This is an optimization exercise on Yosys and OpenROAD, whose aim is small area, a short achievable clock period and few clock cycles, not a production implementation.
Only simulation tests tie the RTL to the original design; equivalence was not proved.
No activity file was given, so power comes from the tool's default toggle rates.

## design/flow/config.mk

```make
export PLATFORM = sky130hd
export DESIGN_NAME = courier_core
export DESIGN_NICKNAME = courier_core
export VERILOG_FILES = /design/flow/design.v
export SDC_FILE = /design/flow/constraint.sdc
export NUM_CORES = 4
export LEC_CHECK = 0
export ABC_CLOCK_PERIOD_IN_PS = 4000
export CAP_MARGIN = 60
export CORE_MARGIN = 2
export CORE_UTILIZATION = 40
export PLACE_DENSITY = 0.6
export SLEW_MARGIN = 60
```

## design/flow/constraint.sdc

```tcl
create_clock -name core_clock -period 15.0 [get_ports {clk}]
set_input_delay 3.0000 -clock core_clock [delete_from_list [all_inputs] [get_ports {clk}]]
set_output_delay 3.0000 -clock core_clock [all_outputs]
set_load 0.01 [all_outputs]
```

## design/flow/design.v

```verilog
module courier_core (
    input  wire        clk,
    input  wire        rst,           
    output wire [13:0] imem_addr,
    input  wire [31:0] imem_rdata,
    output wire [9:0]  dmem_addr,
    output wire        dmem_we,
    output wire [3:0]  dmem_be,
    output wire [31:0] dmem_wdata,
    input  wire [31:0] dmem_rdata,
    output reg         halted,
    output reg  [3:0]  halt_cause,    
    output reg  [31:0] halt_info,
    output reg  [14:0] halt_pc
);
    localparam [3:0] C_ILLEGAL = 4'h1, C_IMEM = 4'h2, C_DMEM_RANGE = 4'h3,
                     C_ALIGN = 4'h5, C_TRAP = 4'hB;
    localparam R_ADD = 0, R_AND = 1, R_OR = 2, R_XOR = 3, R_SHR = 4, R_SHL = 5,
               R_SW16 = 6, R_SW32 = 7, R_CRC = 8, R_BFX = 9, R_BFI = 10, R_PASSB = 11;
    localparam NSEL = 12;
    localparam B_REG = 3'd0, B_SIMM = 3'd1, B_ZIMM = 3'd2, B_LUI = 3'd3,
               B_LINK = 3'd4, B_WORD = 3'd5, B_PC = 3'd6;
    reg [31:0] regs [1:31];
    reg [31:1] rv;                  
    reg        fz, fn, fc, fv;
    reg [14:0] pc_f;                
    reg        a_v;                 
    reg [14:0] a_pc;
    reg        a_pt, i_pt;          
    reg [13:0] a_ptgt, i_ptgt;      
    localparam NB = 4;
    reg [NB-1:0] bt_v;
    reg [13:0] bt_tag [0:NB-1];
    reg [13:0] bt_tgt [0:NB-1];
    reg [1:0]  bt_ptr;
    reg        bt_hit;
    reg [13:0] bt_t;
    integer    q;
    always @* begin
        bt_hit = 1'b0;
        bt_t = 14'd0;
        for (q = 0; q < NB; q = q + 1)
            if (bt_v[q] && bt_tag[q] == pc_f[13:0] && !pc_f[14]) begin
                bt_hit = 1'b1;
                bt_t = bt_t | bt_tgt[q];
            end
    end
    reg        i_v;
    reg [14:0] i_pc;
    reg [31:0] i_w;
    reg [4:0]  i_rbp;               
    reg        i_bnext;             
    reg        e_v;
    reg [14:0] e_pc;
    reg [31:0] e_A, e_B;
    reg [1:0]  e_wa, e_wb;          
    reg [15:0] e_imm;
    reg [4:0]  e_rd;
    reg [NSEL-1:0] e_sel;
    reg        e_sub, e_wr, e_zn, e_cv, e_ld, e_st;
    reg [1:0]  e_size;              
    reg        e_br, e_bl, e_bnext, e_bbad, e_jr;
    reg        e_pt;                
    reg        e_ptb;               
    reg [13:0] e_ptgt;
    reg        e_bok;               
    reg [14:0] e_seq;               
    reg [3:0]  e_cond;
    reg [20:0] e_btgt;
    reg        e_ptrap, e_yield;
    reg [3:0]  e_pcause;
    reg [1:0]  e_shk;               
    reg [2:0]  e_cnt;               
    reg        e_mul;
    reg [31:0] e_ms, e_mc;          
    reg        m_v, m_ld;
    reg [4:0]  m_rd;
    reg [31:0] m_res;
    reg [1:0]  m_size, m_lane;
    reg        m_st;
    reg [9:0]  m_addr;
    reg [3:0]  m_be;
    reg [31:0] m_data;
    reg        w_v, w_ld;
    reg [4:0]  w_rd;
    reg [31:0] w_res;
    reg [1:0]  w_size, w_lane;
    function [31:0] crc32c_byte(input [31:0] c_in, input [7:0] d);
        reg [31:0] x;
        begin
            x = c_in ^ {24'd0, d};
            crc32c_byte[0] = ^(x & 32'h0000011F);
            crc32c_byte[1] = ^(x & 32'h0000023F);
            crc32c_byte[2] = ^(x & 32'h0000047E);
            crc32c_byte[3] = ^(x & 32'h000008FC);
            crc32c_byte[4] = ^(x & 32'h000010E6);
            crc32c_byte[5] = ^(x & 32'h000020D2);
            crc32c_byte[6] = ^(x & 32'h000040BA);
            crc32c_byte[7] = ^(x & 32'h0000806A);
            crc32c_byte[8] = ^(x & 32'h000100D5);
            crc32c_byte[9] = ^(x & 32'h000200B5);
            crc32c_byte[10] = ^(x & 32'h00040074);
            crc32c_byte[11] = ^(x & 32'h000800E8);
            crc32c_byte[12] = ^(x & 32'h001000CE);
            crc32c_byte[13] = ^(x & 32'h00200082);
            crc32c_byte[14] = ^(x & 32'h0040001A);
            crc32c_byte[15] = ^(x & 32'h00800035);
            crc32c_byte[16] = ^(x & 32'h0100006B);
            crc32c_byte[17] = ^(x & 32'h020000D7);
            crc32c_byte[18] = ^(x & 32'h040000B0);
            crc32c_byte[19] = ^(x & 32'h0800007F);
            crc32c_byte[20] = ^(x & 32'h100000FE);
            crc32c_byte[21] = ^(x & 32'h200000E3);
            crc32c_byte[22] = ^(x & 32'h400000D9);
            crc32c_byte[23] = ^(x & 32'h800000AC);
            crc32c_byte[24] = ^(x & 32'h00000046);
            crc32c_byte[25] = ^(x & 32'h0000008D);
            crc32c_byte[26] = ^(x & 32'h00000004);
            crc32c_byte[27] = ^(x & 32'h00000008);
            crc32c_byte[28] = ^(x & 32'h00000011);
            crc32c_byte[29] = ^(x & 32'h00000023);
            crc32c_byte[30] = ^(x & 32'h00000047);
            crc32c_byte[31] = ^(x & 32'h0000008F);
        end
    endfunction
    function [32:0] ks_add(input [31:0] a, input [31:0] b, input cin);
        reg [31:0] g, p, gg, pg;
        integer i, s;
        begin
            g = a & b;
            p = a ^ b;
            gg = g;
            pg = p;
            gg[0] = g[0] | (p[0] & cin);
            for (s = 1; s < 32; s = s * 2)
                for (i = 31; i >= s; i = i - 1) begin
                    gg[i] = gg[i] | (pg[i] & gg[i - s]);
                    pg[i] = pg[i] & pg[i - s];
                end
            ks_add = {gg[31], p ^ {gg[30:0], cin}};
        end
    endfunction
    function cond_holds(input [3:0] cc, input z, input n, input c, input v);
        begin
            case (cc)
                4'h0: cond_holds = z;
                4'h1: cond_holds = !z;
                4'h2: cond_holds = c;
                4'h3: cond_holds = !c;
                4'h4: cond_holds = n;
                4'h5: cond_holds = !n;
                4'h6: cond_holds = v;
                4'h7: cond_holds = !v;
                4'h8: cond_holds = c && !z;
                4'h9: cond_holds = !c || z;
                4'hA: cond_holds = (n == v);
                4'hB: cond_holds = (n != v);
                4'hC: cond_holds = !z && (n == v);
                4'hD: cond_holds = z || (n != v);
                default: cond_holds = 1'b1;
            endcase
        end
    endfunction
    reg [31:0] ld_val;
    always @* begin
        case (w_size)
            2'd2: ld_val = dmem_rdata;
            2'd1: ld_val = w_lane[1] ? {16'd0, dmem_rdata[31:16]} : {16'd0, dmem_rdata[15:0]};
            default: begin
                case (w_lane)
                    2'd0: ld_val = {24'd0, dmem_rdata[7:0]};
                    2'd1: ld_val = {24'd0, dmem_rdata[15:8]};
                    2'd2: ld_val = {24'd0, dmem_rdata[23:16]};
                    default: ld_val = {24'd0, dmem_rdata[31:24]};
                endcase
            end
        endcase
    end
    wire [31:0] w_val = w_ld ? ld_val : w_res;
    wire [31:0] eA = e_A;
    wire [31:0] eB = e_B;
    wire [31:0] bx      = e_sub ? ~eB : eB;
    wire [32:0] sum     = ks_add(eA, bx, e_sub);
    wire        z_add   = ((eA ^ bx) == {(eA[30:0] | bx[30:0]), e_sub});
    wire        add_v   = (eA[31] == bx[31]) && (sum[31] != eA[31]);
    wire [31:0] fhi     = (e_shk == 2'd3) ? eA : (e_shk == 2'd2) ? {32{eA[31]}} : 32'd0;
    wire [63:0] fsh     = {fhi, eA} >> eB[4:0];
    wire [31:0] shr_r   = fsh[31:0];
    wire [4:0]  shl_amt = e_sel[R_BFI] ? e_imm[4:0] : eB[4:0];
    wire [31:0] shl_r   = eA << shl_amt;
    wire [4:0]  bf_p    = e_imm[4:0];
    wire [4:0]  bf_wm1  = e_imm[9:5];
    wire [4:0]  bf_top  = bf_p + bf_wm1;
    reg  [31:0] bf_mask, bfi_m;
    integer k;
    always @* begin
        for (k = 0; k < 32; k = k + 1) begin
            bf_mask[k] = (k[4:0] <= bf_wm1);
            bfi_m[k]   = (k[4:0] >= bf_p) && (k[4:0] <= bf_top);
        end
    end
    wire        bfx_sgn = e_imm[10] && eA[bf_top];
    wire [31:0] bfx_r   = (shr_r & bf_mask) | (bfx_sgn ? ~bf_mask : 32'd0);
    wire [31:0] bfi_r   = (eB & ~bfi_m) | (shl_r & bfi_m);
    wire [31:0] crc_r   = crc32c_byte(e_B, e_A[7:0]);
    reg  [31:0] pp [0:9];
    reg  [31:0] cs_s, cs_c;
    integer j;
    function [63:0] csa(input [31:0] x, input [31:0] y, input [31:0] z);
        csa = {x ^ y ^ z, ((x & y) | (x & z) | (y & z)) << 1};
    endfunction
    reg [63:0] l1a, l1b, l1c, l2a, l2b, l3a, l4a, l5a;
    always @* begin
        for (j = 0; j < 8; j = j + 1)
            pp[j] = e_B[j] ? (e_A << j) : 32'd0;
        l1a = csa(pp[0], pp[1], pp[2]);
        l1b = csa(pp[3], pp[4], pp[5]);
        l1c = csa(pp[6], pp[7], e_ms);
        l2a = csa(l1a[63:32], l1a[31:0], l1b[63:32]);
        l2b = csa(l1b[31:0], l1c[63:32], l1c[31:0]);
        l3a = csa(l2a[63:32], l2a[31:0], l2b[63:32]);
        l4a = csa(l3a[63:32], l3a[31:0], l2b[31:0]);
        l5a = csa(l4a[63:32], l4a[31:0], e_mc);
        cs_s = l5a[63:32];
        cs_c = l5a[31:0];
    end
    wire [31:0] e_res_o =
          ({32{e_sel[R_AND]}}   & (eA & eB))
        | ({32{e_sel[R_OR]}}    & (eA | eB))
        | ({32{e_sel[R_XOR]}}   & (eA ^ eB))
        | ({32{e_sel[R_SHR]}}   & shr_r)
        | ({32{e_sel[R_SHL]}}   & shl_r)
        | ({32{e_sel[R_SW16]}}  & {eA[23:16], eA[31:24], eA[7:0], eA[15:8]})
        | ({32{e_sel[R_SW32]}}  & {eA[7:0], eA[15:8], eA[23:16], eA[31:24]})
        | ({32{e_sel[R_CRC]}}   & crc_r)
        | ({32{e_sel[R_BFX]}}   & bfx_r)
        | ({32{e_sel[R_BFI]}}   & bfi_r)
        | ({32{e_sel[R_PASSB]}} & eB);
    wire [31:0] e_res = e_res_o | ({32{e_sel[R_ADD]}} & sum[31:0]);
    wire        e_z   = e_sel[R_ADD] ? z_add : (e_res_o == 32'd0);
    wire [32:0] agu_s    = ks_add(eA, {{16{e_imm[15]}}, e_imm}, 1'b0);
    wire [31:0] agu      = agu_s[31:0];
    wire        m_range  = (agu[31:12] != 20'd0) ||
                           ((e_size == 2'd2) && (agu[11:2] == 10'h3FF) && (agu[1:0] != 2'd0)) ||
                           ((e_size == 2'd1) && (agu[11:0] == 12'hFFF));
    wire        m_align  = (e_size == 2'd2) ? (agu[1:0] != 2'b00) :
                           (e_size == 2'd1) ? agu[0] : 1'b0;
    wire        m_trap   = (e_ld || e_st) && (m_range || m_align);
    wire        st_ok    = (agu[31:12] == 20'd0) && !m_align;
    wire        br_take  = e_br && cond_holds(e_cond, fz, fn, fc, fv);
    wire        br_trap  = br_take && e_bbad;
    wire        jr_ok    = (eA[31:14] == 18'd0);
    wire        jr_trap  = e_jr && !jr_ok;
    wire        br_jump  = br_take && e_bok;
    wire        jr_pred  = e_ptb && (eA[13:0] == e_ptgt);
    wire        e_redirect = e_v && ((e_br && (br_jump != e_pt)) || (e_jr && jr_ok && !jr_pred));
    wire        bt_new   = e_done && ((e_br && br_jump) || (e_jr && jr_ok)) && !e_ptb;
    wire [14:0] e_target = e_br ? (e_pt ? e_seq : {1'b0, e_btgt[13:0]}) : {1'b0, eA[13:0]};
    wire        e_wait   = (e_wa != 2'd0) || (e_wb != 2'd0);
    wire        e_hold   = e_v && ((e_cnt != 3'd0) || e_wait);
    wire        e_done   = e_v && !e_hold;
    wire        e_trap   = e_ptrap || m_trap || br_trap || jr_trap;
    wire        e_halt   = e_done && (e_trap || e_yield);
    wire        e_wr_now = e_wr && (!e_bl || br_take);
    wire        e_fwd    = e_v && e_wr_now && !e_ld;
    reg  [3:0]  t_cause;
    reg  [31:0] t_info;
    always @* begin
        if (e_ptrap) begin t_cause = e_pcause; t_info = eB; end
        else if (e_ld || e_st) begin t_cause = m_range ? C_DMEM_RANGE : C_ALIGN; t_info = agu; end
        else if (e_br) begin t_cause = C_IMEM; t_info = {{11{e_btgt[20]}}, e_btgt}; end
        else if (e_jr) begin t_cause = C_IMEM; t_info = eA; end
        else begin t_cause = 4'd0; t_info = 32'd0; end
    end
    reg [3:0]  st_be;
    reg [31:0] st_data;
    always @* begin
        case (e_size)
            2'd2: begin st_be = 4'b1111; st_data = eB; end
            2'd1: begin st_be = agu[1] ? 4'b1100 : 4'b0011; st_data = {eB[15:0], eB[15:0]}; end
            default: begin st_be = 4'b0001 << agu[1:0]; st_data = {4{eB[7:0]}}; end
        endcase
    end
    wire [31:0] di     = i_w;
    wire [14:0] d_pc   = i_pc;
    wire [5:0]  d_op   = di[31:26];
    wire [4:0]  d_rd   = di[25:21];
    wire [4:0]  d_ra   = di[20:16];
    wire [4:0]  d_rb   = di[15:11];
    wire [4:0]  d_aux  = di[10:6];
    wire [5:0]  d_func = di[5:0];
    wire [15:0] d_imm  = di[15:0];
    wire [4:0]  d_rbp  = i_rbp;                                        
    wire        w_hit_a = w_v && (w_rd == d_ra);
    wire        w_hit_b = w_v && (w_rd == d_rbp);
    wire        m_hit_a = m_v && (m_rd == d_ra);
    wire        m_hit_b = m_v && (m_rd == d_rbp);
    wire        e_hit_a = e_v && e_wr_now && (e_rd == d_ra);
    wire        e_hit_b = e_v && e_wr_now && (e_rd == d_rbp);
    wire [31:0] rf_a = (d_ra  == 5'd0) ? 32'd0 : (rv[d_ra]  ? regs[d_ra]  : 32'd0);
    wire [31:0] rf_b = (d_rbp == 5'd0) ? 32'd0 : (rv[d_rbp] ? regs[d_rbp] : 32'd0);
    wire        f_hit_a = e_fwd && (e_rd == d_ra);
    wire        f_hit_b = e_fwd && (e_rd == d_rbp);
    wire [31:0] d_va = f_hit_a ? e_res : m_hit_a ? m_res : w_hit_a ? w_val : rf_a;
    wire [31:0] d_vb = f_hit_b ? e_res : m_hit_b ? m_res : w_hit_b ? w_val : rf_b;
    wire [5:0]  bf_w   = {1'b0, d_imm[9:5]} + 6'd1;
    wire        bf_bad = ({1'b0, d_imm[4:0]} + bf_w) > 6'd32;
    wire [20:0] d_btgt = {6'd0, d_pc} + {di[19], di[19:0]};
    wire [14:0] d_link = d_pc + 15'd1;
    reg [NSEL-1:0] n_sel;
    reg        n_sub, n_wr, n_zn, n_cv, n_ld, n_st, n_br, n_bl, n_jr, n_ptrap, n_yield, n_mul;
    reg        n_useb;
    reg [1:0]  n_size, n_shk;
    reg [2:0]  n_cnt;
    reg [3:0]  n_pcause;
    reg [2:0]  n_bsrc;
    reg [4:0]  n_rd;
    reg        ill;
    always @* begin
        n_sel = {NSEL{1'b0}}; n_sub = 1'b0; n_wr = 1'b0; n_zn = 1'b0; n_cv = 1'b0;
        n_ld = 1'b0; n_st = 1'b0; n_br = 1'b0; n_bl = 1'b0; n_jr = 1'b0;
        n_ptrap = 1'b0; n_yield = 1'b0; n_mul = 1'b0; n_size = 2'd2; n_shk = 2'd0;
        n_cnt = 3'd0; n_pcause = C_ILLEGAL; n_bsrc = B_REG; n_rd = d_rd; ill = 1'b0;
        n_useb = 1'b0;
        case (d_op)
            6'h00: begin
                if (d_aux != 5'd0 && d_func != 6'h12) ill = 1'b1;
                else begin
                    case (d_func)
                        6'h00: begin n_sel[R_ADD] = 1'b1; n_wr = 1'b1; n_zn = 1'b1; n_cv = 1'b1; n_useb = 1'b1; end
                        6'h01: begin n_sel[R_ADD] = 1'b1; n_sub = 1'b1; n_wr = 1'b1; n_zn = 1'b1; n_cv = 1'b1; n_useb = 1'b1; end
                        6'h02: begin n_sel[R_AND] = 1'b1; n_wr = 1'b1; n_zn = 1'b1; n_useb = 1'b1; end
                        6'h03: begin n_sel[R_OR]  = 1'b1; n_wr = 1'b1; n_zn = 1'b1; n_useb = 1'b1; end
                        6'h04: begin n_sel[R_XOR] = 1'b1; n_wr = 1'b1; n_zn = 1'b1; n_useb = 1'b1; end
                        6'h05: begin n_sel[R_SHL] = 1'b1; n_wr = 1'b1; n_zn = 1'b1; n_useb = 1'b1; end
                        6'h06: begin n_sel[R_SHR] = 1'b1; n_shk = 2'd1; n_wr = 1'b1; n_zn = 1'b1; n_useb = 1'b1; end
                        6'h07: begin n_sel[R_SHR] = 1'b1; n_shk = 2'd2; n_wr = 1'b1; n_zn = 1'b1; n_useb = 1'b1; end
                        6'h08: begin n_sel[R_SHR] = 1'b1; n_shk = 2'd3; n_wr = 1'b1; n_zn = 1'b1; n_useb = 1'b1; end
                        6'h09: begin n_sel[R_ADD] = 1'b1; n_mul = 1'b1; n_cnt = 3'd4; n_wr = 1'b1; n_zn = 1'b1; n_useb = 1'b1; end
                        6'h0A: begin
                            if (d_rd != 5'd0) ill = 1'b1;
                            else begin n_sel[R_ADD] = 1'b1; n_sub = 1'b1; n_zn = 1'b1; n_cv = 1'b1; n_useb = 1'b1; end
                        end
                        6'h10: begin
                            if (d_rb != 5'd0) ill = 1'b1;
                            else begin n_sel[R_SW16] = 1'b1; n_wr = 1'b1; n_zn = 1'b1; end
                        end
                        6'h11: begin
                            if (d_rb != 5'd0) ill = 1'b1;
                            else begin n_sel[R_SW32] = 1'b1; n_wr = 1'b1; n_zn = 1'b1; end
                        end
                        6'h12: begin
                            if (d_rb != 5'd0 || d_aux > 5'd2) ill = 1'b1;
                            else begin
                                n_sel[R_CRC] = 1'b1; n_wr = 1'b1; n_zn = 1'b1; n_useb = 1'b1;
                                n_cnt = (d_aux == 5'd0) ? 3'd0 : (d_aux == 5'd1) ? 3'd1 : 3'd3;
                            end
                        end
                        6'h20, 6'h21: begin
                            if (d_rb != 5'd0 || (d_func == 6'h20 && d_rd != 5'd0)) ill = 1'b1;
                            else begin
                                n_sel[R_PASSB] = 1'b1; n_bsrc = B_LINK;
                                n_wr = (d_func == 6'h21);
                                n_jr = !(d_func == 6'h21 && d_rd != 5'd0 && d_rd == d_ra);
                            end
                        end
                        default: ill = 1'b1;
                    endcase
                end
            end
            6'h01: begin n_sel[R_ADD] = 1'b1; n_bsrc = B_SIMM; n_wr = 1'b1; n_zn = 1'b1; n_cv = 1'b1; end
            6'h02: begin n_sel[R_AND] = 1'b1; n_bsrc = B_ZIMM; n_wr = 1'b1; n_zn = 1'b1; end
            6'h03: begin n_sel[R_OR]  = 1'b1; n_bsrc = B_ZIMM; n_wr = 1'b1; n_zn = 1'b1; end
            6'h04: begin n_sel[R_XOR] = 1'b1; n_bsrc = B_ZIMM; n_wr = 1'b1; n_zn = 1'b1; end
            6'h05: begin
                if (d_ra != 5'd0) ill = 1'b1;
                else begin n_sel[R_PASSB] = 1'b1; n_bsrc = B_LUI; n_wr = 1'b1; end
            end
            6'h06: begin
                if (d_rd != 5'd0) ill = 1'b1;
                else begin n_sel[R_ADD] = 1'b1; n_sub = 1'b1; n_bsrc = B_SIMM; n_zn = 1'b1; n_cv = 1'b1; end
            end
            6'h07: begin
                if (d_imm[15:7] != 9'd0) ill = 1'b1;
                else begin
                    n_bsrc = B_ZIMM; n_wr = 1'b1; n_zn = 1'b1;
                    if (d_imm[6:5] == 2'd0) n_sel[R_SHL] = 1'b1;
                    else begin n_sel[R_SHR] = 1'b1; n_shk = d_imm[6:5]; end
                end
            end
            6'h08: begin
                if (d_imm[15:11] != 5'd0 || bf_bad) ill = 1'b1;
                else begin n_sel[R_BFX] = 1'b1; n_shk = 2'd1; n_bsrc = B_ZIMM; n_wr = 1'b1; n_zn = 1'b1; end
            end
            6'h09: begin
                if (d_imm[15:10] != 6'd0 || bf_bad) ill = 1'b1;
                else begin n_sel[R_BFI] = 1'b1; n_wr = 1'b1; n_zn = 1'b1; n_useb = 1'b1; end
            end
            6'h0A: begin n_ld = 1'b1; n_wr = 1'b1; n_size = 2'd2; end
            6'h0B: begin n_ld = 1'b1; n_wr = 1'b1; n_size = 2'd1; end
            6'h0C: begin n_ld = 1'b1; n_wr = 1'b1; n_size = 2'd0; end
            6'h0D: begin n_st = 1'b1; n_size = 2'd2; n_useb = 1'b1; end
            6'h0E: begin n_st = 1'b1; n_size = 2'd1; n_useb = 1'b1; end
            6'h0F: begin n_st = 1'b1; n_size = 2'd0; n_useb = 1'b1; end
            6'h18, 6'h19: begin
                if (di[21:20] != 2'd0 || di[25:22] == 4'hF) ill = 1'b1;
                else begin
                    n_br = 1'b1;
                    if (d_op == 6'h19) begin
                        n_bl = 1'b1; n_wr = 1'b1; n_rd = 5'd31;
                        n_sel[R_PASSB] = 1'b1; n_bsrc = B_LINK;
                    end
                end
            end
            6'h2F: begin
                if (di[25:0] != 26'd0) ill = 1'b1;
                else n_yield = 1'b1;
            end
            6'h30: begin
                if (di[25:16] != 10'd0) ill = 1'b1;
                else begin n_ptrap = 1'b1; n_pcause = C_TRAP; n_bsrc = B_ZIMM; end
            end
            default: ill = 1'b1;
        endcase
        if (ill || d_pc[14]) begin
            n_sel = {NSEL{1'b0}}; n_wr = 1'b0; n_zn = 1'b0; n_cv = 1'b0; n_ld = 1'b0; n_st = 1'b0;
            n_br = 1'b0; n_bl = 1'b0; n_jr = 1'b0; n_yield = 1'b0; n_mul = 1'b0; n_cnt = 3'd0;
            n_ptrap = 1'b1; n_useb = 1'b0;
            n_pcause = d_pc[14] ? C_IMEM : C_ILLEGAL;
            n_bsrc = d_pc[14] ? B_PC : B_WORD;
        end
        if (n_rd == 5'd0) n_wr = 1'b0;
    end
    reg [31:0] d_B;
    always @* begin
        case (n_bsrc)
            B_REG:   d_B = d_vb;
            B_SIMM:  d_B = {{16{d_imm[15]}}, d_imm};
            B_ZIMM:  d_B = {16'd0, d_imm};
            B_LUI:   d_B = {d_imm, 16'd0};
            B_LINK:  d_B = {17'd0, d_link};
            B_WORD:  d_B = di;
            default: d_B = {17'd0, d_pc};
        endcase
    end
    wire [1:0] n_wa = (e_hit_a && e_ld) ? 2'd2 : (!e_hit_a && m_hit_a && m_ld) ? 2'd1 : 2'd0;
    wire [1:0] n_wb = ((n_bsrc != B_REG) || !n_useb) ? 2'd0 :
                      (e_hit_b && e_ld) ? 2'd2 : (!e_hit_b && m_hit_b && m_ld) ? 2'd1 : 2'd0;
    wire       e_acc   = !e_hold;
    wire       e_v_n   = e_acc ? (i_v && !e_redirect) : 1'b1;
    wire [1:0] e_wa_n  = e_acc ? n_wa : ((e_wa != 2'd0) ? e_wa - 2'd1 : 2'd0);
    wire [1:0] e_wb_n  = e_acc ? n_wb : ((e_wb != 2'd0) ? e_wb - 2'd1 : 2'd0);
    wire [2:0] e_cnt_n = e_acc ? ((i_v && !e_redirect) ? n_cnt : 3'd0) :
                         e_wait ? e_cnt : ((e_cnt != 3'd0) ? e_cnt - 3'd1 : 3'd0);
    wire       hold_n  = e_v_n && ((e_cnt_n != 3'd0) || (e_wa_n != 2'd0) || (e_wb_n != 2'd0));
    wire ir_free  = !i_v || !e_hold;           
    wire d_isbr    = i_v && (di[31:27] == 5'b01100) && (di[21:20] == 2'd0) &&
                     (di[25:22] != 4'hF) && !d_pc[14];
    wire d_fstable = !(e_v && (e_zn || e_cv));
    wire d_tok     = !(d_btgt[20] || (d_btgt[19:14] != 6'd0)) && !i_bnext;
    wire d_pt      = d_isbr && d_tok &&
                     (d_fstable ? cond_holds(di[25:22], fz, fn, fc, fv) : di[19]);
    wire d_redirect = d_pt && !i_pt && !e_hold && !e_redirect;
    assign imem_addr  = pc_f[13:0];
    assign dmem_addr  = m_addr;
    assign dmem_we    = m_st;
    assign dmem_be    = m_be;
    assign dmem_wdata = m_data;
    always @(posedge clk) begin
        if (rst) begin
            pc_f <= 15'd0; a_v <= 1'b0;
            bt_v <= {NB{1'b0}}; bt_ptr <= 2'd0;
            i_v <= 1'b0;
            e_v <= 1'b0; e_cnt <= 3'd0; e_wa <= 2'd0; e_wb <= 2'd0;
            m_v <= 1'b0; m_st <= 1'b0; w_v <= 1'b0;
            fz <= 1'b0; fn <= 1'b0; fc <= 1'b0; fv <= 1'b0;
            rv <= 31'd0;
            halted <= 1'b0;
        end else begin
            if (e_redirect) begin
                a_v <= 1'b0; pc_f <= e_target;
                i_v <= 1'b0;
            end else if (d_redirect) begin
                a_v <= 1'b0; pc_f <= {1'b0, d_btgt[13:0]};
                i_v <= 1'b0;
            end else begin
                a_v <= 1'b1;
                if (!hold_n) pc_f <= bt_hit ? {1'b0, bt_t} : pc_f + 15'd1;
                if (!e_hold) i_v <= a_v;
            end
            e_v <= e_v_n; e_cnt <= e_cnt_n; e_wa <= e_wa_n; e_wb <= e_wb_n;
            if (e_done) begin
                if (e_zn) begin fz <= e_z; fn <= e_res[31]; end
                if (e_cv) begin fc <= sum[32]; fv <= add_v; end
            end
            if (!halted) halted <= e_halt;
            if (bt_new) begin
                bt_v[bt_ptr] <= 1'b1;
                bt_ptr <= bt_ptr + 2'd1;
            end
            m_v  <= e_done && e_wr_now;
            m_st <= e_done && e_st && st_ok && !halted;
            w_v  <= m_v;
            if (w_v) rv[w_rd] <= 1'b1;
        end
    end
    always @(posedge clk) begin
        a_pc <= pc_f;
        if (e_redirect || d_redirect) a_pt <= 1'b0;
        else a_pt <= bt_hit;
        a_ptgt <= bt_t;
        if (!e_redirect && !d_redirect && !e_hold) begin
            i_pc <= a_pc; i_w <= imem_rdata; i_pt <= a_pt; i_ptgt <= a_ptgt;
            i_bnext <= (imem_rdata[19:0] == 20'd1);
            i_rbp <= ((imem_rdata[31:26] == 6'h00) && (imem_rdata[5:4] == 2'b00)) ?
                     imem_rdata[15:11] : imem_rdata[25:21];
        end
        if (!e_hold) begin
            e_pc <= d_pc; e_A <= d_va; e_B <= d_B; e_imm <= d_imm;
            e_rd <= n_rd; e_sel <= n_sel; e_sub <= n_sub; e_wr <= n_wr;
            e_zn <= n_zn; e_cv <= n_cv; e_ld <= n_ld; e_st <= n_st; e_size <= n_size;
            e_br <= n_br; e_bl <= n_bl; e_bnext <= i_bnext;
            e_bbad <= d_btgt[20] || (d_btgt[19:14] != 6'd0);
            e_jr <= n_jr; e_cond <= di[25:22]; e_btgt <= d_btgt;
            e_pt <= d_pt || i_pt; e_ptb <= i_pt; e_ptgt <= i_ptgt;
            e_seq <= d_link; e_bok <= d_tok;
            e_ptrap <= n_ptrap; e_yield <= n_yield; e_pcause <= n_pcause;
            e_shk <= n_shk; e_mul <= n_mul; e_ms <= 32'd0; e_mc <= 32'd0;
        end else begin
            if (e_wait) begin
                if (e_wa == 2'd1) e_A <= w_val;
                if (e_wb == 2'd1) e_B <= w_val;
            end else if (e_cnt != 3'd0) begin
                if (e_mul) begin
                    if (e_cnt == 3'd1) begin
                        e_A <= cs_s; e_B <= cs_c;
                    end else begin
                        e_ms <= cs_s; e_mc <= cs_c;
                        e_A <= {eA[23:0], 8'd0};
                        e_B <= {8'd0, eB[31:8]};
                    end
                end else begin
                    e_B <= crc_r;
                    e_A <= {8'd0, eA[31:8]};
                end
            end
        end
        if (!halted) begin
            halt_cause <= t_cause; halt_info <= t_info; halt_pc <= e_pc;
        end
        if (bt_new) begin
            bt_tag[bt_ptr] <= e_pc[13:0];
            bt_tgt[bt_ptr] <= e_br ? e_btgt[13:0] : eA[13:0];
        end
        m_rd <= e_rd; m_ld <= e_ld;
        m_res <= e_res; m_size <= e_size; m_lane <= agu[1:0];
        m_addr <= agu[11:2]; m_be <= st_be; m_data <= st_data;
        w_rd <= m_rd; w_ld <= m_ld;
        w_res <= m_res; w_size <= m_size; w_lane <= m_lane;
        if (w_v) regs[w_rd] <= w_val;
    end
endmodule
```

## design/flow/run.sh

```bash
#!/bin/bash
# synth_recipe.tcl (not shown) runs the flow's synth.tcl, then flattens the netlist and writes it again
# the make line also repeats each setting of config.mk as NAME=value (left out here)
make -C /OpenROAD-flow-scripts/flow DESIGN_CONFIG=/design/flow/config.mk WORK_HOME=/design/flow/orfs CLKGATE_MAP_FILE= SYNTH_SCRIPT=/design/flow/synth_recipe.tcl finish
```

==> metrics.csv, run 1 <==
metric,value,unit
WS Path Type,reg2reg,
Synth Instances,8400,
post-DP HPWL,283000,um
placed inst area,110000,sq um
register area share after synthesis,47.4,%
Final Max Slew Viols,0,
clock latency (worst-skew pair),900,ps
Top Ports,179,
CTS tree,done,
CP Buf/Inv Count,7,
Initial DRC Count,11850,
CTS Hold Bufs,0,
Worst Tran Pin Value,730,ps
syn avg cell area,12.2,sq um
Overflow after GRT,0,
final hold vios,0,
hold slack final,331,ps
PostCTS Resize Cnt,0,
post-CTS setup buffer count,0,
die height,509,um
combinational power share,21.7,%
Post-synth EDFFs,1412,
vias in the first global route,76492,
IO Port Bufs,178,
clock sinks,1713,
synth cell count leaders,"1412 x edfxtp_1, 715 x nand2_1, 670 x mux4_2",
clock skew,76.2,ps
core area,254000,sq um
maximum vdd ir drop,121,uV
DR vias,78831,
synth top area cells,"edfxtp_1 42%, mux4_2 15%, dfxtp_1 5.9%",
Routed WL,421000,um
Clock Power Share,37.4,%
utilization after layout,46.0,%
Routed Antenna Nets,0,
top-count cell post-synth,edfxtp_1,
Hold Crit Class,reg2reg,
Seq cells post-synth,1713,
Slew Limit Headroom,51.1,%
Synth cell types,102,
Crit path max-delay family,adder cells,
fin area,117000,sq um
vias per cell,6.59,
DIE AREA,259000,sq um
sw frac,30.6,%
Pre-antenna DRT Iters,10,
first-pass GRT wire length,591000,um
fin crit share,39.0,%
synthesized cell area,102000,sq um
area grow syn2layout,14.4,%
fraction of registers with async set/reset,0,%
worst setup margin,9150,ps
Fin Setup TNS,0,ps
CP arrival,6570,ps
CP max stage cell,fa_1,
initial antenna violation count,35,
top-area cell type share of the netlist area,41.5,%
Final nets,8942,
total CTS buffers,180,
Synth area leader,edfxtp_1,
Worst-path clk slew,70,ps
Initial Utilization,40.2,%
"Min Clock Period, post-route",5850,ps
switching power,3.95,mW
crit path max fanout,35,
Root Driver,clkbuf_16,
"most used cell, CP",fa_1,
largest net degree at the start of global routing,89,
CP peak stage delay,570,ps
DP Cell Count,11607,
total of max-cap violations,0,
drt wl/cell,35.2,um
prevailing post-synth register cell,edfxtp_1,
Cell Pwr Density,110,nW/um^2
CTS max path bufs,3,
pre-CTS setup slack,9130,ps
RSZ-0062 raised after global routing,no,
crit-path cells,buf_4 > clkinv_1 > buf_4 > nor2_1 > fa_1 > inv_1 > fa_1 > inv_1 > fa_1 > inv_1 > fa_1 > inv_1 > fa_1 > nand2_1 > a31oi_2 > a21oi_1 > o22a_1 > o21ai_0,
row count,185,
CP startpoint kind,flip-flop,
Internal Dissipation,8.95,mW
worst path required time,15720,ps
status,"complete, no violations",
Total GRT Usage,32.1,%
Die Wd,509,um
crit path capture type,flip-flop,
Leakage,41.6,nW
DRC Markers,0,
RD Place Congestion,1.14,
Final Setup Violations,0,
Synthesized Nets,8910,
Synth Warn #,2,
overall power,12.9,mW
H-tree Lvls,4,
layout cells sized above 1,20.0,%
fmax,171,MHz
Non-Filler Instances,11969,
share of power burned in registers,40.9,%
-- layout make-up --
cell class | count | area, sq um
Clock buffer | 216 | 4820
Sequential cell | 1713 | 48500
Clock inverter | 124 | 1630
Multi-Input combinational cell | 5452 | 50200
Tap cell | 3366 | 4210
Inverter | 549 | 2090
Timing Repair Buffer | 536 | 5370
Antenna cell | 13 | 32.5
Fill cell | 22586 | 137000
-- worst register-to-register path: stages (launching register included) --
cell and delay, ps:
edfxtp_1 320, buf_4 390, clkinv_1 420, buf_4 390, nor2_1 310, fa_1 440
inv_1 80, fa_1 410, inv_1 90, fa_1 420, inv_1 230, fa_1 530
inv_1 130, fa_1 570, nand2_1 110, a31oi_2 460, a21oi_1 140, o22a_1 190
o21ai_0 60
-- power by group through the flow --
stage	registers, mW	clock network [mW]	logic (mW)
after global placement	5.40	0	2.52
after detailed placement	5.37	0	2.63
after CTS	5.27	4.88	2.65
final	5.27	4.83	2.80
after floorplan	5.35	0	1.54
after global routing	5.28	5.07	2.88
-- routing by layer --
metal  up-vias  part of all wire [%]  wire length (um)  GRT usage [%]
met3      1462                    12             48800           9.55
met1     40041                    36            152000           39.8
li1      31948                     -                 -              -
met4        34                   8.0             33900           21.3
met2      5346                    44            187000           48.5
met5         -                 0.073               309          0.201
-- placed cells by master, fill, tap and decap left out, drive strengths merged, types with 28 or more instances in the layout --
master            n
edfxtp         1412
nand2           715
mux4            670
nor2            610
inv             526
a21oi           446
buf             356
o21ai           328
dfxtp           301
mux2i           238
ha              227
clkbuf          218
fa              217
xnor2           212
clkdlybuf4s50   177
xor2            142
nand3           116
nor3            112
clkinv          109
o211ai          108
a22oi           100
a211oi           95
o221ai           81
a31oi            80
a221oi           66
nor4             59
o22ai            53
mux2             52
nand4            51
a21o             48
and3             46
and2             41
nor2b            36
or3              35
a311oi           31
a221o            28
or2              28
o311ai           28
-- cell families (layout without fill, tap and decap cells) --
family / count (synthesis) / count (layout) / synth area share, %
xor+xnor: 357 / 357 / 3.11
other cells: 0 / 13 / 0
mux: 960 / 960 / 17.7
simple gates: 1949 / 1949 / 8.59
flops: 1713 / 1713 / 47.4
fa+ha+maj: 444 / 444 / 7.04
buf+inv: 1235 / 1425 / 4.68
compound gates: 1742 / 1742 / 11.5
-- sequential cells by signal (all words and copies together), names as in the netlist, 16 cells and up, named ones only --
name and cells:
regs 992, m_data 32, e_A 32, w_res 32, m_res 32, rv 31, i_w 32, e_imm 16
bt_tgt 56, e_btgt 21, halt_info 32, e_mc 29, e_B 32, bt_tag 56, e_ms 32
-- worst paths after layout --
kind / startpoint / endpoint / slack, ps / cells past startpoint
setup / recovery: e_B[1] / e_A[12] / 9150 / 18
hold / removal: m_size[1] / w_size[1] / 330 / 0
setup reg to reg: e_B[1] / e_A[12] / 9150 / 18
hold reg to reg: m_size[1] / w_size[1] / 330 / 0
Testbench counts, summed over its fixed seeds: cycles 246,413.
==> run 2: changes to the inputs <==
--- a/design/flow/config.mk
+++ b/design/flow/config.mk
@@ -9,5 +9,7 @@
 export CAP_MARGIN = 60
 export CORE_MARGIN = 2
 export CORE_UTILIZATION = 40
+export CTS_CLUSTER_DIAMETER = 60
+export CTS_CLUSTER_SIZE = 30
 export PLACE_DENSITY = 0.6
 export SLEW_MARGIN = 60
==> run 2 against run 1 <==
  * Clock skew rose by 10 ps
  * Largest power group unchanged
  * Cell area shrank 1.1%
  * Sequential share of layout area increased by 0.47 points
  * Register-to-register slack got worse by 210 ps
==> metrics.csv, run 2 <==
metric,value,unit,change
synth top area cells,"edfxtp_1 42%, mux4_2 15%, dfxtp_1 5.9%",,
Hold Crit Class,reg2reg,,
DP Cell Count,11607,,unchanged
Seq cells post-synth,1713,,unchanged
post-DP HPWL,283000,um,unchanged
top flop regs,"regs: 992 flops, bt_tag: 56 flops, bt_tgt: 56 flops",,
final hold vios,0,,unchanged
maximum vdd ir drop,116,uV,-4.6%
"Min Clock Period, post-route",6060,ps,+213 ps
fmax,165,MHz,-3.5%
"most common cell after layout, fill and taps aside",edfxtp_1,,
fraction of registers with async set/reset,0,%,unchanged
top-count cell post-synth,edfxtp_1,,
DRC Markers,0,,unchanged
Reg with most FFs,regs,,
fin crit share,40.4,%,+1.4 points
Post-synth EDFFs,1412,,unchanged
WS Path Type,reg2reg,,
RD Place Congestion,1.14,,unchanged
CP startpoint kind,flip-flop,,
clock sinks,1713,,unchanged
layout cells sized above 1,19.7,%,-0.27 points
area fraction in compound gates after synthesis,11.5,%,unchanged
Leakage,40.9,nW,-1.6%
Die Wd,509,um,unchanged
top-area cell type share of the netlist area,41.5,%,unchanged
Worst Tran Pin Value,640,ps,-89.3 ps
Synth cell types,102,,unchanged
Overflow after GRT,0,,unchanged
most frequent cells in the layout,"1412 x edfxtp_1, 709 x nand2_1, 670 x mux4_2",,
crit path launch,e_B[1],,
CTS tree,done,,
Non-Filler Instances,11891,,-0.65%
die height,509,um,unchanged
CTS max path bufs,3,,unchanged
synthesized cell area,102000,sq um,unchanged
Synthesized Nets,8910,,unchanged
row count,185,,unchanged
Worst-path clk slew,70,ps,about the same
crit path max fanout,35,,unchanged
Routed Antenna Nets,0,,unchanged
synth cell count leaders,"1412 x edfxtp_1, 715 x nand2_1, 670 x mux4_2",,
Initial Utilization,40.2,%,unchanged
drt wl/cell,35.3,um,+0.22%
largest family of logic cells by synthesized area,multiplexers,,
syn avg cell area,12.2,sq um,unchanged
DR vias,78842,,+0.014%
post-CTS setup buffer count,0,,unchanged
initial antenna violation count,28,,-20%
post-synthesis adder-cell area fraction,7.04,%,unchanged
fillers,22674,,+0.39%
Synth area leader,edfxtp_1,,
CP arrival,6760,ps,+190 ps
crit path capture type,flip-flop,,
Top Ports,179,,unchanged
Simple-Gate Fraction of Synth Area,8.59,%,unchanged
Crit Reg-Reg Startpoint,e_B[1],,
prevailing post-synth register cell,edfxtp_1,,
vias in the first global route,76062,,-0.56%
Final Setup Violations,0,,unchanged
worst hold start,m_size[0],,
PostCTS Resize Cnt,0,,unchanged
Cell Pwr Density,105,nW/um^2,-4.6%
post-synthesis xor/xnor area fraction,3.11,%,unchanged
vias per cell,6.63,,+0.67%
Root Driver,clkbuf_16,,
RSZ-0062 raised after global routing,no,,
register area share after synthesis,47.4,%,unchanged
CTS Hold Bufs,0,,unchanged
Total GRT Usage,31.9,%,-0.17 points
post-synthesis mux area share,17.7,%,unchanged
status,"complete, no violations",,
Routed WL,420000,um,-0.43%
Initial DRC Count,12083,,+2.0%
Final nets,8898,,-0.49%
H-tree Lvls,4,,unchanged
Pre-antenna DRT Iters,9,,-1
DIE AREA,259000,sq um,unchanged
total of max-cap violations,0,,unchanged
clock latency (worst-skew pair),880,ps,-20 ps
IO Port Bufs,178,,unchanged
largest net degree at the start of global routing,89,,unchanged
core area,254000,sq um,unchanged
max FFs per register,992,,unchanged
Synth Instances,8400,,unchanged
Slew Limit Headroom,56.1,%,+5.0 points
Fin Setup TNS,0,ps,unchanged
worst path required time,15690,ps,-30 ps
Final Max Slew Viols,0,,unchanged
first-pass GRT wire length,588000,um,-0.47%
area grow syn2layout,13.2,%,
clock skew,86.3,ps,+10.1 ps
Synth Warn #,2,,unchanged
total CTS buffers,136,,-24%
==> run 2: cell types whose count changed in the layout (fill, tap and decap cells not counted), moves of 17 or more <==
cell,change
clkbuf_16,-46
clkinv_2,-26
clkinv_1,-25
clkbuf_1,-23
clkinv_8,+22
bufinv_16,-18
inv_12,+17
==> run 2: kinds of logic after synthesis <==
family,count (synthesis)
DFF,1713
AOI/OAI and AO/OA,1742
buffers and inverters,1235
muxes,960
and+or+nand+nor,1949
xor gates and xnor gates,357
adders and majority gates,444
==> run 2: layout make-up <==
cell class / instances / area, sq um / area share [%]
Timing Repair Buffer: 536 / 5350 / 4.63
Antenna cell: 22 / 55.1 / 0.0477
Clock inverter: 113 / 1640 / 1.42
Multi-Input combinational cell: 5452 / 50200 / 43.5
Inverter: 549 / 2090 / 1.81
Tap cell: 3366 / 4210 / 3.65
Clock buffer: 140 / 3480 / 3.01
Sequential cell: 1713 / 48500 / 42.0
==> run 2: final timing paths <==
path / end / slack, ps / cells past startpoint
max: e_A[12] / 8940 / 18
min: w_size[0] / 340 / 0
max reg2reg: e_A[12] / 8940 / 18
min reg2reg: w_size[0] / 340 / 0
==> run 2: stage by stage <==
step	worst slack [ps]	hold slack, ps	area (sq um)	total power, mW	utilization, %
6_report	8940	339	116000	12.2	45.5
3_3_place_gp	8950	314	108000	7.93	42.4
3_5_place_dp	9130	318	110000	8.01	43.3
4_1_cts	9530	341	115000	12.1	45.3
5_1_grt	8940	346	115000	12.5	45.5
2_1_floorplan	9090	310	102000	6.89	-
==> run 2: routing by layer <==
layer / global-route usage [%] / wire (um)
met4: 21.2 / 33300
met2: 48.5 / 187000
met3: 8.76 / 47000
met1: 40.0 / 152000
met5: 0.201 / 251
==> run 2: where the power goes <==
| part | internal (mW) | leakage, nW | total [mW] | switching [mW] |
|---|---|---|---|---|
| clock | 2.00 | 2.44 | 4.10 | 2.10 |
| combinational | 0.994 | 22.3 | 2.81 | 1.81 |
| sequential | 5.18 | 16.2 | 5.27 | 0.0872 |
| total | 8.17 | 40.9 | 12.2 | 3.99 |
==> run 2: worst max-delay path, cell delays in order (launching register included) <==
cell	delay [ps]
edfxtp_1	320
buf_4	390
clkinv_1	420
buf_4	420
nor2_1	220
fa_1	440
inv_1	80
fa_1	420
inv_1	100
fa_1	420
inv_1	280
fa_1	620
inv_1	140
fa_1	570
nand2_1	110
a31oi_2	490
a21oi_1	140
o22a_1	190
o21ai_0	60
==> run 3: changes to the inputs <==
--- a/design/flow/design.v
+++ b/design/flow/design.v
@@ -70,6 +70,7 @@
     reg        e_ptrap, e_yield;
     reg [3:0]  e_pcause;
     reg [1:0]  e_shk;               
+    reg [4:0]  e_sh;                
     reg [2:0]  e_cnt;               
     reg        e_mul;
     reg [31:0] e_ms, e_mc;          
@@ -184,10 +185,9 @@
     wire        z_add   = ((eA ^ bx) == {(eA[30:0] | bx[30:0]), e_sub});
     wire        add_v   = (eA[31] == bx[31]) && (sum[31] != eA[31]);
     wire [31:0] fhi     = (e_shk == 2'd3) ? eA : (e_shk == 2'd2) ? {32{eA[31]}} : 32'd0;
-    wire [63:0] fsh     = {fhi, eA} >> eB[4:0];
+    wire [63:0] fsh     = {fhi, eA} >> e_sh;
     wire [31:0] shr_r   = fsh[31:0];
-    wire [4:0]  shl_amt = e_sel[R_BFI] ? e_imm[4:0] : eB[4:0];
-    wire [31:0] shl_r   = eA << shl_amt;
+    wire [31:0] shl_r   = eA << e_sh;
     wire [4:0]  bf_p    = e_imm[4:0];
     wire [4:0]  bf_wm1  = e_imm[9:5];
     wire [4:0]  bf_top  = bf_p + bf_wm1;
@@ -526,10 +526,15 @@
             e_seq <= d_link; e_bok <= d_tok;
             e_ptrap <= n_ptrap; e_yield <= n_yield; e_pcause <= n_pcause;
             e_shk <= n_shk; e_mul <= n_mul; e_ms <= 32'd0; e_mc <= 32'd0;
+            e_sh <= n_sel[R_BFI] ? d_imm[4:0] :
+                    (n_sel[R_SHR] || n_sel[R_SHL] || n_sel[R_BFX]) ? d_B[4:0] : 5'd0;
         end else begin
             if (e_wait) begin
                 if (e_wa == 2'd1) e_A <= w_val;
-                if (e_wb == 2'd1) e_B <= w_val;
+                if (e_wb == 2'd1) begin
+                    e_B <= w_val;
+                    if (e_sel[R_SHR] || e_sel[R_SHL]) e_sh <= w_val[4:0];
+                end
             end else if (e_cnt != 3'd0) begin
                 if (e_mul) begin
                     if (e_cnt == 3'd1) begin
==> run 3 against run 2 <==
  * Sequential cell count up 5
  * Sequential share of layout area down 0.21 points
  * Final cell count up 0.34%
  * Critical path type unchanged
  * Critical endpoint is now e_B[15]
  * Setup slack better by 6.8 ps
  * Utilization up 0.37 points
  * Total power down 0.51%
  * Via count about the same
==> metrics.csv, run 3 <==
metric,value,unit,change
status,"complete, no violations",,
Routed WL,441000,um,+5.1%
pre-CTS setup slack,8870,ps,-267 ps
Synth area leader,edfxtp_1,,
die height,509,um,about the same
Worst-path clk slew,70,ps,about the same
CP arrival,6580,ps,-180 ps
Fin Setup TNS,0,ps,unchanged
Synth Warn #,2,,unchanged
Routed Antenna Nets,0,,unchanged
Pre-antenna DRT Iters,7,,-2
fmax,165,MHz,+0.11%
Slew Limit Headroom,50.1,%,-5.9 points
crit path max fanout,22,,-37%
overall power,12.1,mW,-0.51%
Leakage,41.1,nW,+0.49%
crit path launch,e_A[2],,
"most common cell after layout, fill and taps aside",edfxtp_1,,
first-pass GRT wire length,611000,um,+4.0%
synth cell count leaders,"1417 x edfxtp_1, 675 x nand2_1, 657 x mux4_2",,
Reg with most FFs,regs,,
post-DP HPWL,303000,um,+7.0%
Initial DRC Count,11566,,-4.3%
IO Port Bufs,178,,unchanged
CP startpoint kind,flip-flop,,
Final Max Slew Viols,0,,unchanged
Synth Instances,8384,,-0.19%
total of max-cap violations,0,,unchanged
Worst Tran Pin Value,740,ps,+99.6 ps
Synth cell types,106,,+3.9%
end point of the critical path,e_B[15],,
synthesized cell area,102000,sq um,about the same
H-tree Lvls,4,,unchanged
Worst R2R Setup Slack,8950,ps,about the same
Multi-input gate area,50400,sq um,+0.45%
fin crit share,40.4,%,-0.045 points
CP max stage cell,ha_2,,
drt wl/cell,37.0,um,+4.7%
Worst R2R End,e_B[15],,
register area share after synthesis,47.6,%,+0.14 points
fillers,22651,,-0.10%
Overflow after GRT,0,,unchanged
CP Depth,14,,-4
CP Buf/Inv Count,3,,-4
top-area cell type share of the netlist area,41.7,%,+0.14 points
CTS max path bufs,3,,unchanged
"Min Clock Period, post-route",6050,ps,-6.80 ps
maximum vdd ir drop,133,uV,+15%
syn avg cell area,12.2,sq um,+0.21%
Hold Crit Class,reg2reg,,
DIE AREA,259000,sq um,about the same
post-CTS setup buffer count,0,,unchanged
DR vias,78905,,+0.080%
worst setup margin,8950,ps,+6.80 ps
Root Driver,clkbuf_16,,
layout cells sized above 1,20.6,%,+0.91 points
row count,185,,unchanged
most frequent cells in the layout,"1417 x edfxtp_1, 667 x nand2_1, 657 x mux4_2",,
Final Setup Violations,0,,unchanged
reg2reg path depth,14,,-4
prevailing post-synth register cell,edfxtp_1,,
top flop regs,"regs: 992 flops, bt_tag: 56 flops, bt_tgt: 56 flops",,
WS Path Type,reg2reg,,
clock skew,85.2,ps,-1.11 ps
Reg area,48600,sq um,+0.30%
Die Wd,509,um,about the same
Seq cells post-synth,1718,,+0.29%
initial antenna violation count,27,,-3.6%
crit path capture type,flip-flop,,
Final nets,8943,,+0.51%
DRC Markers,0,,unchanged
core area,254000,sq um,unchanged
clock latency (worst-skew pair),880,ps,about the same
PostCTS Resize Cnt,0,,unchanged
Initial Utilization,40.2,%,about the same
crit-path cells,buf_4 > inv_1 > ha_2 > xor3_1 > xnor2_2 > xnor2_1 > a211oi_2 > o221ai_1 > a211oi_4 > o21ai_1 > o2bb2ai_1 > a221oi_1 > buf_1 > a21oi_1,,
top-count cell post-synth,edfxtp_1,,
largest net degree at the start of global routing,77,,-13%
Crit Reg-Reg Startpoint,e_A[2],,
vias in the first global route,76742,,+0.89%
total CTS buffers,139,,+2.2%
vias per cell,6.61,,-0.26%
Total GRT Usage,33.5,%,+1.6 points
CP peak stage delay,690,ps,+70 ps
CTS Hold Bufs,0,,unchanged
RD Place Congestion,1.06,,-6.7%
worst path required time,15520,ps,-170 ps
Synthesized Nets,8892,,-0.20%
Crit path max-delay family,compound AO/OA/AOI/OAI gates,,
fraction of registers with async set/reset,0,%,unchanged
synth top area cells,"edfxtp_1 42%, mux4_2 14%, dfxtp_1 5.9%",,
CTS tree,done,,
max FFs per register,992,,unchanged
Post-synth EDFFs,1417,,+0.35%
RSZ-0062 raised after global routing,no,,
area grow syn2layout,14.1,%,
clock sinks,1718,,+0.29%
final hold vios,0,,unchanged
Top Ports,179,,unchanged
Cell Pwr Density,104,nW/um^2,-1.3%
run 3: through the flow:
| step | instance area (sq um) | util, % | std cells | hold slack [ps] |
|---|---|---|---|---|
| after global routing | 116000 | 45.8 | 11920 | 342 |
| after detailed placement | 111000 | 43.6 | 11643 | 312 |
| final | 116000 | 45.9 | 11932 | 340 |
| after CTS | 116000 | 45.7 | 11902 | 340 |
| after global placement | 108000 | 42.6 | 11537 | 316 |
| after floorplan | 102000 | - | 8384 | 310 |
run 3: power by group:
group	total [mW]	internal, mW	switching [mW]
Combinational	2.69	0.936	1.75
Clock	4.16	2.02	2.14
Sequential	5.26	5.19	0.0671
run 3: cell families after synthesis:
logic type,Yosys count,share of synthesized area [%]
flip-flops,1718,47.6
AND/OR/NAND/NOR,1945,8.73
multiplexers,935,17.3
buffers and inverters,1234,4.66
XOR/XNOR,355,3.07
adder cells (fa/ha/maj),442,7.01
AO/OA/AOI/OAI,1755,11.6
run 3: how the worst min path moves through the flow:
stage	cells past startpoint	end	slack [ps]	start
3_5_place_dp	0	w_lane[0]	310	m_lane[0]
4_1_cts	0	w_size[0]	340	m_size[0]
2_1_floorplan	0	w_lane[0]	310	m_lane[0]
3_3_place_gp	0	w_lane[0]	320	m_lane[0]
5_1_grt	0	w_size[0]	340	m_size[0]
6_report	0	w_size[0]	340	m_size[0]
run 3: area by class of cell:
type,instances,share of cell area [%]
clock inverter,115,1.42
tap,3366,3.62
antenna,13,0.0279
inverter,558,1.82
multi-input combinational,5432,43.3
clock buffer,144,3.04
sequential,1718,41.8
timing repair buffer,586,5.00
run 3: worst reg2reg max path: stages, from the launching register on:
cell       delay (ps)
edfxtp_1          360
buf_4             530
inv_1             440
ha_2              690
xor3_1            600
xnor2_2           450
xnor2_1           140
a211oi_2          430
o221ai_1          290
a211oi_4          480
o21ai_1           320
o2bb2ai_1         350
a221oi_1          380
buf_1             230
a21oi_1            60
run 3: layer usage:
| metal | global-route usage [%] | wire length [um] | part of all wire [%] |
|---|---|---|---|
| met1 | 42.8 | 165000 | 37 |
| met2 | 51.5 | 197000 | 45 |
| met3 | 7.54 | 44100 | 10 |
| met4 | 21.6 | 34900 | 7.9 |
| met5 | 0 | 152 | 0.034 |
Testbench counts of run 3, summed over its fixed seeds: cycles 246,413.
==> run 4: changes to the inputs <==
--- a/design/flow/config.mk
+++ b/design/flow/config.mk
@@ -9,7 +9,5 @@
 export CAP_MARGIN = 60
 export CORE_MARGIN = 2
 export CORE_UTILIZATION = 40
-export CTS_CLUSTER_DIAMETER = 60
-export CTS_CLUSTER_SIZE = 30
 export PLACE_DENSITY = 0.6
 export SLEW_MARGIN = 60
==> run 4 against run 3 <==
  * Sequential cell count is the same
  * Clock power grew 13%
  * Total power grew 4.6%
  * Sequential share of layout area shrank 0.33 points
  * Area after synthesis is the same
  * Utilization grew 0.37 points
  * Sequential power is essentially flat
  * Via count grew 0.34%
  * Hold slack lost 25 ps
  * Global-route usage grew 0.13 points
  * Cell area grew 0.80%
  * Fmax shrank 2.3%
  * Largest cell class unchanged
  * Largest power group unchanged
  * Highest routed layer unchanged
==> metrics.csv, run 4 <==
metric,value,unit,change
most frequent cells in the layout,"1417 x edfxtp_1, 667 x nand2_1, 657 x mux4_2",,
Synth area leader,edfxtp_1,,
synthesized cell area,102000,sq um,unchanged
row count,185,,unchanged
total CTS buffers,183,,+32%
top flop regs,"regs: 992 flops, bt_tag: 56 flops, bt_tgt: 56 flops",,
Final Setup Violations,0,,unchanged
hold slack final,316,ps,-24.5 ps
IO Port Bufs,178,,unchanged
"most common cell after layout, fill and taps aside",edfxtp_1,,
Pre-antenna DRT Iters,8,,+1
top-count cell post-synth,edfxtp_1,,
CP arrival,6760,ps,+180 ps
Synthesized Nets,8892,,unchanged
Worst Tran Pin Value,695,ps,-45.3 ps
Cell Pwr Density,108,nW/um^2,+3.7%
Slew Limit Headroom,53.4,%,+3.2 points
combinational power share,21.2,%,-1.0 points
crit path max fanout,22,,unchanged
layout cells sized above 1,20.6,%,about the same
synth cell count leaders,"1417 x edfxtp_1, 675 x nand2_1, 657 x mux4_2",,
Die Wd,509,um,unchanged
Total GRT Usage,33.7,%,+0.13 points
Initial DRC Count,11592,,+0.22%
Top Ports,179,,unchanged
die height,509,um,unchanged
"Min Clock Period, post-route",6190,ps,+140 ps
max FFs per register,992,,unchanged
first-pass GRT wire length,614000,um,+0.40%
"most used cell, CP",a211oi_2,,
Final nets,8988,,+0.50%
vias in the first global route,77493,,+0.98%
Routed Antenna Nets,0,,unchanged
Non-Filler Instances,12011,,+0.66%
Fin Setup TNS,0,ps,unchanged
CP peak stage delay,680,ps,about the same
synth top area cells,"edfxtp_1 42%, mux4_2 14%, dfxtp_1 5.9%",,
Routed WL,443000,um,+0.38%
RD Place Congestion,1.06,,unchanged
clock skew,52.8,ps,-32.4 ps
DIE AREA,259000,sq um,unchanged
fmax,161,MHz,-2.3%
post-CTS setup buffer count,0,,unchanged
top-area cell type share of the netlist area,41.7,%,unchanged
clock latency (worst-skew pair),870,ps,about the same
largest net degree at the start of global routing,77,,unchanged
PostCTS Resize Cnt,0,,unchanged
Leakage,41.6,nW,+1.2%
vias per cell,6.59,,-0.32%
share of power burned in registers,41.6,%,-1.8 points
CTS tree,done,,
register area share after synthesis,47.6,%,unchanged
Reg with most FFs,regs,,
prevailing post-synth register cell,edfxtp_1,,
CTS max path bufs,3,,unchanged
Root Driver,clkbuf_16,,
Synth Instances,8384,,unchanged
maximum vdd ir drop,124,uV,-6.9%
total of max-cap violations,0,,unchanged
H-tree Lvls,4,,unchanged
crit path capture type,flip-flop,,
clock sinks,1718,,unchanged
Internal Dissipation,8.81,mW,+8.1%
area grow syn2layout,15.0,%,
Clock Power Share,37.2,%,+2.9 points
Hold Crit Class,reg2reg,,
worst path required time,15570,ps,+50 ps
Final Max Slew Viols,0,,unchanged
fraction of registers with async set/reset,0,%,unchanged
fin crit share,41.3,%,+0.93 points
worst hold stages,0,,unchanged
drt wl/cell,36.8,um,-0.28%
Synth Warn #,2,,unchanged
core area,254000,sq um,unchanged
DRC Markers,0,,unchanged
post-DP HPWL,303000,um,unchanged
switching power,3.85,mW,-2.8%
Worst-path clk slew,70,ps,about the same
crit-path cells,buf_4 > inv_1 > ha_2 > xor3_1 > xnor2_2 > xnor2_1 > a211oi_2 > o221ai_1 > a211oi_2 > o21ai_1 > o2bb2ai_1 > a221oi_1 > buf_1 > a21oi_1,,
worst setup margin,8810,ps,-140 ps
RSZ-0062 raised after global routing,no,,
CTS Hold Bufs,0,,unchanged
syn avg cell area,12.2,sq um,unchanged
CP startpoint kind,flip-flop,,
WS Path Type,reg2reg,,
reg2reg path depth,14,,unchanged
sw frac,30.4,%,-2.3 points
CP max stage cell,ha_2,,
initial antenna violation count,25,,-7.4%
Seq cells post-synth,1718,,unchanged
status,"complete, no violations",,
DP Cell Count,11643,,unchanged
Overflow after GRT,0,,unchanged
final hold vios,0,,unchanged
Initial Utilization,40.2,%,unchanged
pre-CTS setup slack,8870,ps,unchanged
Synth cell types,106,,unchanged
Post-synth EDFFs,1417,,unchanged
DR vias,79175,,+0.34%
[run 4: layer usage]
metal | wire, um | up-vias | part of all wire, % | global-route usage [%]
met2 | 198000 | 5235 | 45 | 51.6
met3 | 45000 | 1366 | 10 | 7.75
met1 | 165000 | 40458 | 37 | 42.7
met4 | 35200 | 24 | 7.9 | 22.4
met5 | 164 | - | 0.037 | 0
li1 | - | 32092 | - | -
[run 4: worst paths after layout]
check / start / slack [ps] / to
setup / recovery: e_A[2] / 8810 / e_B[15]
hold / removal: m_size[1] / 320 / w_size[1]
setup reg to reg: e_A[2] / 8810 / e_B[15]
hold reg to reg: m_size[1] / 320 / w_size[1]
[run 4: cell type report]
| class | instances | area (sq um) |
|---|---|---|
| Multi-Input combinational cell | 5432 | 50400 |
| Fill cell | 22572 | 137000 |
| Clock inverter | 111 | 1300 |
| Sequential cell | 1718 | 48600 |
| Clock buffer | 224 | 4840 |
| Timing Repair Buffer | 587 | 5820 |
| Antenna cell | 15 | 37.5 |
| Tap cell | 3366 | 4210 |
| Inverter | 558 | 2120 |
[run 4: power by group through the flow]
stage	clock [mW]	combinational, mW	sequential [mW]
4_1_cts	4.76	2.56	5.27
3_5_place_dp	0	2.54	5.37
6_report	4.70	2.69	5.27
2_1_floorplan	0	1.37	5.36
3_3_place_gp	0	2.40	5.40
5_1_grt	4.93	2.76	5.27
[run 4: kinds of logic (layout without fill, tap and decap cells)]
kind of cell / after synthesis / after routing / share of synthesized area, %
XOR/XNOR: 355 / 355 / 3.07
AO/OA/AOI/OAI: 1755 / 1755 / 11.6
buffers and inverters: 1234 / 1480 / 4.66
AND/OR/NAND/NOR: 1945 / 1945 / 8.73
flip-flops: 1718 / 1718 / 47.6
multiplexers: 935 / 935 / 17.3
other: 0 / 15 / 0
adder cells (fa/ha/maj): 442 / 442 / 7.01
[run 4: worst max-delay path: cells and delay by family (launching register included)]
| family | cells | cell delay (ps) |
|---|---|---|
| xor+xnor | 3 | 1200 |
| flops | 1 | 350 |
| fa+ha+maj | 1 | 680 |
| buf+inv | 3 | 1180 |
| compound gates | 7 | 2450 |
[run 4: metrics by stage]
| stage | total power [mW] | area (sq um) | util [%] |
|---|---|---|---|
| final | 12.7 | 117000 | 46.2 |
| after global routing | 13.0 | 117000 | 46.2 |
| after CTS | 12.6 | 117000 | 46.0 |
| after detailed placement | 7.91 | 111000 | 43.6 |
| after global placement | 7.80 | 108000 | 42.6 |
| after floorplan | 6.73 | 102000 | - |

separate check: timing with driven ports:
The results above use ideal ports. As a check the final layouts listed here were re-extracted and re-timed, cells and wires unchanged.
Step 1 (the two cells are an assumption about what drives the block):
set clk [get_ports {clk}]
set_driving_cell -lib_cell sky130_fd_sc_hd__clkbuf_16 $clk
set_driving_cell -lib_cell sky130_fd_sc_hd__buf_2 [delete_from_list [all_inputs] $clk]
Step 2 also shifts input and output timing later by t, the mid clock arrival at the registers, as if the neighbouring blocks saw the same clock.
Slacks: ideal / step 1 / step 2; pairs: ideal / step 1.
run	t, ns	setup slack, ns	worst hold slack (ns)	latest minus earliest clock arrival (ns)
run 1	0.953	9.152 / 9.152 / 8.968	0.331 / 0.331 / 0.331	0.076 / 0.076
run 2	0.933	8.939 / 8.939 / 8.939	0.339 / 0.339 / 0.339	0.087 / 0.088
run 3	0.925	8.946 / 8.946 / 8.816	0.340 / 0.340 / 0.340	0.085 / 0.086
run 4	0.932	8.806 / 8.806 / 8.643	0.316 / 0.316 / 0.316	0.054 / 0.055
After both steps every run listed still meets setup and hold. The setup slack of run 1, which loses most, moves by 0.000 ns with the drivers and by -0.184 ns with both steps.
